What follows belongs to an exercise in optimizing a design on an open flow for small area, a short achievable clock period and few clock cycles per item; a production flow would make more cautious choices.
The RTL was checked by simulation tests, not by an equivalence proof against the original design.

Setup of job 351:
==> flow/design.v (excerpt) <==
module cellstep (
    input  wire        clk,
    input  wire        rst,
    input  wire        in_valid,
    output wire        in_ready,
    input  wire        rec_valid,
    input  wire        rec_pend,
    input  wire        rec_out,
    input  wire        hold,
    input  wire [31:0] dcur,
    input  wire [31:0] dstep,
    input  wire [31:0] gcur,
    input  wire [31:0] gstep,
    input  wire [15:0] nrem,
    input  wire [15:0] plen,
    input  wire [31:0] td,
    input  wire [31:0] tg,
    input  wire [31:0] x_m1,      
    input  wire [31:0] x_0,       
    input  wire [31:0] x_p1,      
    input  wire [31:0] x_p2,      
    output wire        out_valid,
    input  wire        out_ready,
    output wire        o_valid,
    output wire        o_pend,
    output wire [31:0] o_dcur,
    output wire [31:0] o_dstep,
    output wire [31:0] o_gcur,
    output wire [31:0] o_gstep,
    output wire [15:0] o_nrem,
    output wire [47:0] contrib
);
==> flow/config.mk <==
export PLATFORM = sky130hd
export DESIGN_NAME = cellstep
export DESIGN_NICKNAME = cellstep
export VERILOG_FILES = /design/flow/design.v
export SDC_FILE = /design/flow/constraint.sdc
export NUM_CORES = 4
export LEC_CHECK = 0
export ABC_CLOCK_PERIOD_IN_PS = 4000
export CAP_MARGIN = 20
export CORE_MARGIN = 2
export CORE_UTILIZATION = 40
export CTS_CLUSTER_SIZE = 24
export SETUP_SLACK_MARGIN = 5
export SLEW_MARGIN = 20
export SYNTH_MEMORY_MAX_BITS = 32768
==> flow/constraint.sdc <==
create_clock -name core_clock -period 12.0 [get_ports {clk}]
set_input_delay 2.4000 -clock core_clock [delete_from_list [all_inputs] [get_ports {clk}]]
set_output_delay 2.4000 -clock core_clock [all_outputs]
set_load 0.01 [all_outputs]
standard.sh (not shown) runs the stock make flow with config.mk's settings and CLKGATE_MAP_FILE= SYNTH_SCRIPT=/design/flow/synth_recipe.tcl, a recipe that flattens the netlist after the stock synthesis.
==> flow/flow/run.sh <==
#!/bin/bash
# The standard layout (standard.sh, unchanged synthesis and steps),
# with the port buffers that buffer_ports inserts made plain buf_1 cells
# instead of the delay buffer it picks by default, and timing repair
# aiming a little further below the clock period (SETUP_SLACK_MARGIN).
set -euo pipefail
bash standard.sh "BUFFER_PORTS_ARGS=-buffer_cell sky130_fd_sc_hd__buf_1" SETUP_SLACK_MARGIN=5.6 finish > flow_standard.log 2>&1
Testbench counts of job 351, summed over its fixed seeds: cycles 6,030, items 4,800.
Changes in job 5829 relative to job 351:
Settings: CORE_UTILIZATION changed from 40 to 50.
==> flow/flow/run.sh <==
#!/bin/bash
# The standard layout (standard.sh, unchanged synthesis and steps),
# with the port buffers that buffer_ports inserts made plain buf_1 cells
# instead of the delay buffer it picks by default.
set -euo pipefail
bash standard.sh "BUFFER_PORTS_ARGS=-buffer_cell sky130_fd_sc_hd__buf_1" finish > flow_standard.log 2>&1
Job 5829 vs job 351: global-route usage up. Compared to job 351, job 5829 has biggest fanout along the worst timing path 3 higher. Between job 5829 and job 351, it is job 5829 whose count of buffers added by post-CTS timing repair for setup is lower, by about 70%. In the metrics for job 351 and job 5829, the one carrying the higher buffer and inverter count on the worst path is job 5829. Between job 5829 and job 351, the worst-case hold slack figures differ only marginally.
diff inputs: job 5829 => job 7814
Settings: CORE_UTILIZATION now 40, was 50.
Findings:
Job 7814 vs job 5829, endpoint of the worst setup timing path: t2a2[36] vs t2a2[37]
Time the worst path needs with I/O delays and setup was higher in job 7814 than in job 5829.
Summary of job 7814 over job 5829: cell depth of the worst flop-to-flop path dropped 2, total wirelength of the detailed-routed design decreased by 2.5% relative to the old numbers.
Here is what was changed in the inputs of job 8104 compared with job 7814.
Settings: a deleted CTS_CLUSTER_SIZE that had been 24.
==> flow/run.sh (new file) <==
#!/bin/bash
# synth_recipe.tcl (not shown) runs the flow's synth.tcl, then flattens the netlist and writes it again
# the make line also repeats each setting of config.mk as NAME=value (left out here)
make -C /OpenROAD-flow-scripts/flow DESIGN_CONFIG=/design/flow/config.mk WORK_HOME=/design/flow/orfs CLKGATE_MAP_FILE= SYNTH_SCRIPT=/design/flow/synth_recipe.tcl finish
removed: flow/flow/run.sh
removed: flow/standard.sh
Notes after the runs:
- Startpoint-to-endpoint class of the critical path = in2reg: job 8104; startpoint-to-endpoint class of the critical path = reg2reg: job 7814
- Multi-input logic cell count: job 8104 vs job 7814, no meaningful difference
- Job 8104 vs job 7814 on worst setup slack: job 8104 is the lower one.
- Job 8104 against job 7814: clock tree skew after final layout grew by 27 ps; proportion of cell area spent on the clock network -0.21 points; wire length of the first global-routing pass has increased; non-clock buffer contribution to total cell area now larger.
- Job 8104 vs job 7814, cell type of the slowest stage on the worst timing path: sky130_fd_sc_hd__a21oi_1 vs sky130_fd_sc_hd__fa_2
- The final layout from job 8104, which completed every stage, passed the timing, DRC and antenna checks at the end of the flow.

========
Another version of the RTL of cellstep (not shown whole).
Size in the first run: ~1300 flip-flops, about 560 I/O pins, about 0.13 mm2 of cells after synthesis.
clock: 12.0 ns
lec_check: 0
abc_clock_period_in_ps: 4000
cap_margin: 20
core_margin: 2
core_utilization: 40
setup_slack_margin: 5
slew_margin: 20
synth_memory_max_bits: 32768
run.sh (not shown) runs the stock make flow with config.mk's settings and CLKGATE_MAP_FILE= SYNTH_SCRIPT=/design/flow/synth_recipe.tcl, a recipe that flattens the netlist after the stock synthesis.
Stock flow here: none of the scripts above is used.
Testbench counts at the start, summed over its fixed seeds: cycles 6,301, items 4,800.
Edit:
- SETUP_SLACK_MARGIN: 5 -> default
Via count went down by 1.0%. Area after synthesis does not change. Routed wire length went down by 1.3%. Synthesized cell count is unchanged.

========
Another version of the RTL of cellstep (not shown whole).
For scale: about 14000 cells after synthesis, roughly 1300 flip-flops, about 560 I/O pins.
Settings: LEC_CHECK=0, ABC_CLOCK_PERIOD_IN_PS=4000, CAP_MARGIN=0, CORE_MARGIN=2, CORE_UTILIZATION=40, SETUP_SLACK_MARGIN=5, SLEW_MARGIN=0, SYNTH_MEMORY_MAX_BITS=32768; clock period 12.0 ns.
The baseline completed without violations.
Testbench counts at the start, summed over its fixed seeds: cycles 6,030, items 4,800.
==> next run, changes <==
Settings changed: CAP_MARGIN 0 to 20, SLEW_MARGIN 0 to 20.
- The new run ran to the end with no violations
- die area stays the same
- sequential share of layout area hardly moves
- first-iteration DRC count barely changes
- routed wire length barely changes
- non-clock buffer count rose by 2
- via count hardly moves
- global-route usage does not change
- critical path depth is unchanged
- worst setup slack is better by 26 ps
- final cell count is about the same
==> next run, changes <==
==> flow/flow/run.sh (new file) <==
#!/bin/bash
# The standard layout (standard.sh, unchanged synthesis and steps),
# with the port buffers that buffer_ports inserts made plain buf_1 cells
# instead of the delay buffer it picks by default.
set -euo pipefail
bash standard.sh "BUFFER_PORTS_ARGS=-buffer_cell sky130_fd_sc_hd__buf_1" finish > flow_standard.log 2>&1
==> flow/standard.sh (new file) <==
#!/bin/bash
# synth_recipe.tcl (not shown) runs the flow's synth.tcl, then flattens the netlist and writes it again
# the make line also repeats each setting of config.mk as NAME=value (left out here)
make -C /OpenROAD-flow-scripts/flow DESIGN_CONFIG=/design/flow/config.mk WORK_HOME=/design/flow/orfs CLKGATE_MAP_FILE= SYNTH_SCRIPT=/design/flow/synth_recipe.tcl "${@:-finish}"
removed: flow/run.sh
Effect: The new run passed the timing, DRC and antenna checks; synthesized area does not change; utilization drops by 1.3 points; global-route usage drops by 0.36 points; final area drops by 2.8%; clock skew drops by 12 ps; routed wire length drops by 0.93%; die area is unchanged; sequential share of layout area climbs by 0.72 points; non-clock buffer count drops by 19.

========
## the baseline
cellstep, a different RTL version from the one above (not shown whole).
Size in the first run: about 14,000 cells after synthesis, roughly 1,300 flip-flops, roughly 560 I/O pins, ~0.14 mm2 of cells after synthesis.
export LEC_CHECK = 0
export ABC_CLOCK_PERIOD_IN_PS = 4000
export CAP_MARGIN = 20
export CORE_MARGIN = 2
export CORE_UTILIZATION = 40
export SETUP_SLACK_MARGIN = 5
export SLEW_MARGIN = 20
export SYNTH_MEMORY_MAX_BITS = 32768
create_clock -name core_clock -period 12.0 [get_ports {clk}]
Stock flow here: none of the scripts above is used.
Testbench counts of the baseline, summed over its fixed seeds: cycles 5,778, items 4,800.
## Diff of input files: the candidate against the baseline
==> flow/flow/run.sh (new file) <==
#!/bin/bash
set -euo pipefail
bash standard.sh SETUP_SLACK_MARGIN=7 finish > flow_standard.log 2>&1
==> flow/standard.sh (new file) <==
#!/bin/bash
# synth_recipe.tcl (not shown) runs the flow's synth.tcl, then flattens the netlist and writes it again
# the make line also repeats each setting of config.mk as NAME=value (left out here)
make -C /OpenROAD-flow-scripts/flow DESIGN_CONFIG=/design/flow/config.mk WORK_HOME=/design/flow/orfs CLKGATE_MAP_FILE= SYNTH_SCRIPT=/design/flow/synth_recipe.tcl "${@:-finish}"
removed: flow/run.sh
Findings:
- Type of the worst setup path: in -> reg -> the candidate, reg -> reg -> the baseline
- First element of the critical path: td[0] -> the candidate, t1a1[6] -> the baseline
- Going from the baseline to the candidate, fraction of area in registers saw a decrease; worst setup slack saw a decrease; max-slew headroom at the worst pin saw an increase; total wirelength of the detailed-routed design saw an increase.

separate check: timing with driven ports:
No port has a modelled driver above. Below, the same layouts with a new extraction and two added sets of constraints.
Step 1 sets driving cells, clkbuf_16 on the clock port and buf_2 on the other inputs (assumed; they add their load-dependent delay and slew).
Step 2 moves the port delays by t, midway between the first and last clock arrival at a register: inputs arrive t later, outputs are due t later. That takes back most of the time a late clock gives input paths.
Three values: ideal, step 1, step 2; two values: the first two.
run	shift t [ns]	setup WS [ns]	latest minus earliest clock arrival (ns)
job 351	0.955	5.049 / 5.049 / 4.527	0.090 / 0.089
job 5829	0.954	5.048 / 5.048 / 4.264	0.086 / 0.086
job 7814	0.957	5.023 / 5.023 / 4.175	0.086 / 0.086
job 8104	0.944	4.855 / 4.890 / 3.946	0.106 / 0.106
the first run of note 2	0.941	4.866 / 4.945 / 4.004	0.106 / 0.106
the second run of note 2	0.945	2.751 / 2.751 / 2.751	0.098 / 0.098
the first run of note 3	0.949	4.659 / 4.659 / 4.169	0.103 / 0.103
the second run of note 3	0.951	4.685 / 4.685 / 4.111	0.098 / 0.099
the third run of note 3	0.986	4.537 / 4.537 / 4.078	0.089 / 0.089
the baseline	0.994	4.526 / 4.518 / 3.524	0.076 / 0.077
the candidate	0.997	4.468 / 4.447 / 3.450	0.082 / 0.082
After both steps every run listed still meets setup and hold. The setup slack of the candidate, which loses most, moves by -0.021 ns with the drivers and by -1.018 ns with both steps.
